Background: an optimization exercise with open tools, aiming at small area, a short achievable clock period and few clock cycles per item. Do not read the settings as production practice.
Function was checked by simulation only, so behaviour that the tests miss may differ from the original.
Power and IR drop assume default switching activity.

## fold_compressor
module fold_compressor (
    input  wire        clk,
    input  wire        rst,
    input  wire        in_valid,
    output wire        in_ready,
    input  wire [63:0] in_data,
    input  wire        in_compress,
    output wire        out_valid,
    input  wire        out_ready,
    output wire [63:0] out_data,
    output wire        out_last
);
Size in the first run: ~9,900 cells after synthesis, about 4,700 flip-flops, roughly 140 I/O pins, ~170,000 um^2 of cells after synthesis.
==> flow/config.mk <==
export PLATFORM = sky130hd
export DESIGN_NAME = fold_compressor
export DESIGN_NICKNAME = fold_compressor
export VERILOG_FILES = /design/flow/design.v
export SDC_FILE = /design/flow/constraint.sdc
export NUM_CORES = 4
export LEC_CHECK = 0
export CAP_MARGIN = 50
export CORE_MARGIN = 2
export CORE_UTILIZATION = 60
export CTS_CLUSTER_DIAMETER = 100
export CTS_CLUSTER_SIZE = 24
export SLEW_MARGIN = 30
export SYNTH_MEMORY_MAX_BITS = 8192
==> flow/constraint.sdc <==
create_clock -name core_clock -period 12.0 [get_ports {clk}]
set_input_delay 2.4000 -clock core_clock [delete_from_list [all_inputs] [get_ports {clk}]]
set_output_delay 2.4000 -clock core_clock [all_outputs]
set_load 0.01 [all_outputs]
standard.sh (not shown) runs the stock make flow with config.mk's settings and CLKGATE_MAP_FILE= SYNTH_SCRIPT=/design/flow/synth_recipe.tcl, a recipe that flattens the netlist after the stock synthesis.
==> flow/flow/run.sh <==
#!/bin/bash
# Layout: the standard ORFS flow (standard.sh, unchanged synthesis and
# steps), with the resizer's setup repair aimed at a shorter clock period
# than the 12 ns constraint, so that the layout's slack, not only its
# legality, is optimised. The constraint file itself is not changed.
set -o pipefail
export SETUP_SLACK_MARGIN=8.3
bash standard.sh > standard.log 2>&1
Testbench counts at the start, summed over its fixed seeds: cycles 27,607, items 384.
Edit:
--- a/flow/design.v
+++ b/flow/design.v
@@ -254,26 +254,26 @@
     wire top_full = &ch_v[N-1 -: 64];
     wire head_v   = ch_v[N-1];
     reg [511:0] bm8w;                    
     reg [255:0] bm16w;
     reg [127:0] bm32w;
     reg [63:0]  bm_beat;
     always @(*) begin : p_bmap
         integer w, j, e, st;
         for (w = 0; w < 8; w = w + 1)
             for (j = 0; j < 8; j = j + 1) begin
-                st = N-1-(8*w+j)+((w < 2) ? w : 2);
+                st = N-1-(8*w+j)+((w < 3) ? w : 3);
                 bm8w[64*w + 8*j +: 8] = nzb[8*st +: 8];
             end
         for (w = 0; w < 4; w = w + 1)
             for (j = 0; j < 16; j = j + 1) begin
-                st = N-1-(16*w+j)+((w < 2) ? w : 2);
+                st = N-1-(16*w+j)+((w < 3) ? w : 3);
                 for (e = 0; e < 4; e = e + 1)
                     bm16w[64*w + 4*j + e] = nzb[8*st+2*e] | nzb[8*st+2*e+1];
             end
         for (w = 0; w < 2; w = w + 1)
             for (j = 0; j < 32; j = j + 1) begin
                 st = N-1-(32*w+j)+w;
                 for (e = 0; e < 2; e = e + 1)
                     bm32w[64*w + 2*j + e] = |nzb[8*st+4*e +: 4];
             end
         bm_beat = ({64{cf_sp8}}  & bm8w[64*bw +: 64]) |
@@ -293,39 +293,39 @@
     always @(*) begin
         case (pk_lo[34:32])
             3'd0:    pk_d = {32'd0, pk_hi[31:0]};
             3'd1:    pk_d = {24'd0, pk_hi[31:0], pk_lo[7:0]};
             3'd2:    pk_d = {16'd0, pk_hi[31:0], pk_lo[15:0]};
             3'd3:    pk_d = {8'd0,  pk_hi[31:0], pk_lo[23:0]};
             default: pk_d = {pk_hi[31:0], pk_lo[31:0]};
         endcase
     end
     wire [3:0]  pk_cnt = {1'b0, pk_lo[34:32]} + {1'b0, pk_hi[34:32]};
-    wire        q_lt8  = !q[4] && !q[3];
-    wire        ins    = (st_data || st_bmap) && p_v && q_lt8;
-    wire [127:0] comb  = queue | (ins ? ({64'd0, p_d} << {q[2:0], 3'b000}) : 128'd0);
-    wire [4:0]  tot    = q + (ins ? {1'b0, p_cnt} : 5'd0);
+    wire [4:0]  q_room = q + {1'b0, p_cnt};
+    wire        ins    = (st_data || st_bmap) && p_v && !(q_room[4] && |q_room[3:0]);
+    wire [127:0] comb  = queue | (ins ? ({64'd0, p_d} << {q[3:0], 3'b000}) : 128'd0);
+    wire [4:0]  tot    = ins ? q_room : q;
+    wire        tot8   = tot[4] || tot[3];
     wire        flush  = st_data && !rd_data && (!p_v || ins);   
-    wire        push_q = st_data && push_ok &&
-                         (!q_lt8 || tot[3] || (flush && !dc_full));
+    wire        push_q = st_data && push_ok && (tot8 || (flush && !dc_full));
     wire        data_end = flush && (dc_full || (push_q && push_l));
+    wire        p_free = !p_v || ins;
     wire        hdr_go = st_idle && top_full && push_ok && (pend_v || dec_go);
     wire        bm_end = bm_lastr && push_ok;
-    assign consume = head_v && ((rd_data && (!p_v || q_lt8)) || rd_disc ||
-                                (st_bmap && push_ok &&
-                                 (bm_early || (bm_lastr && (!p_v || q_lt8)))));
+    assign consume = head_v && ((rd_data && p_free) || rd_disc ||
+                                (st_bmap && push_ok && (bm_early || (bm_lastr && p_free))));
     wire [2:0]  hdr_f  = pend_v ? pend_f : best_f;
     wire [3:0]  hdr_s  = pend_v ? pend_s : best_s;
     wire [6:0]  s_beats = {cur_s, 3'b000};
     always @(*) begin
         push   = 1'b0;
-        push_d = q_lt8 ? comb[63:0] : queue[63:0];
+        push_d = comb[63:0];
         push_l = (dcnt == s_beats - 7'd1);
         if (st_idle) begin
             push   = hdr_go;
             push_d = {57'd0, hdr_s, hdr_f};
             push_l = (hdr_f == F_ZERO);
         end else if (st_bmap) begin
             push   = push_ok;
             push_d = bm_beat;
         end else begin
             push   = push_q;
@@ -353,39 +353,39 @@
             pend_v <= (pend_v || dec_go) && !hdr_go;
             if (dec_go) begin
                 pend_f <= best_f;
                 pend_s <= best_s;
             end
             if (consume && !st_disc)
                 p_v <= 1'b1;
             else if (ins)
                 p_v <= 1'b0;
             if (push_q) begin
-                queue <= q_lt8 ? {64'd0, comb[127:64]} : {64'd0, queue[127:64]};
-                q     <= q_lt8 ? (tot[3] ? tot - 5'd8 : 5'd0) : q - 5'd8;
+                queue <= {64'd0, comb[127:64]};
+                q     <= tot8 ? tot - 5'd8 : 5'd0;
             end else if (ins) begin
                 queue <= comb;
                 q     <= tot;
             end
             if (hdr_go) begin
                 st_idle  <= 1'b0;
                 st_bmap  <= (hdr_f == F_SP8) || (hdr_f == F_SP16) || (hdr_f == F_SP32);
                 st_data  <= (hdr_f == F_RAW);
                 rd_data  <= (hdr_f == F_RAW);
                 st_disc  <= (hdr_f == F_ZERO);
                 rd_disc  <= (hdr_f == F_ZERO);
                 bm_lastr <= 1'b0;
                 bm_early <= (hdr_f == F_SP8) || (hdr_f == F_SP16) || (hdr_f == F_SP32);
             end
             if (st_bmap && push_ok) begin
                 bm_lastr <= (bw + 3'd1 == (cf_sp8 ? 3'd7 : cf_sp16 ? 3'd3 : 3'd1));
-                bm_early <= (bw == 3'd0);
+                bm_early <= (bw < 3'd2);
             end
             if (bm_end) begin
                 st_bmap  <= 1'b0;
                 bm_lastr <= 1'b0;
                 bm_early <= 1'b0;
                 st_data  <= 1'b1;
                 rd_data  <= 1'b1;
             end
             if (consume && rc_last) begin
                 rd_data <= 1'b0;
The new run passed the timing, design-rule and antenna checks.
Register-to-register slack degrades by 0.21 ns.
Maximum frequency went down by 0.34%.
Setup slack degrades by 0.014 ns.
Flip-flop and latch count went up by 8.
Via count went up by 7.9%.
Power went up by 0.37%.
Clock skew went up by 0.022 ns.
Clock-buffer cell count went down by 16.
Sequential power stays flat.
Core utilization went up by 3.6 points.
Die area went up by 0.64%.
Cell count went up by 5.1%.
Critical path depth went up by 11.
Non-clock buffer count went up by 616.
Testbench counts after the change, summed over its fixed seeds: cycles 27,352, items 384.

afterwards: timing with drivers on the ports:
How much do the figures lean on ideal ports? The routed layouts below were timed once more, with nothing changed but the port constraints.
Step 1 assumes that a clkbuf_16 drives the clock port and a buf_2 every other input.
Step 2 moves the port delays by t, midway between the first and last clock arrival at a register: inputs arrive t later, outputs are due t later. That takes back most of the time a late clock gives input paths.
Slacks: ideal ports / drivers / drivers and shift; pairs: ideal ports / drivers.
run	shift t [ns]	slack for setup (ns)	worst slew at a driven data input, ns
the first run	1.033	8.011 / 7.914 / 7.234	0.04
the second run	1.046	7.998 / 7.998 / 7.056	0.04
After both steps setup and hold are still met in every run listed. The setup slack of the second run, which loses most, moves by 0.000 ns with the drivers and by -0.942 ns with both steps.
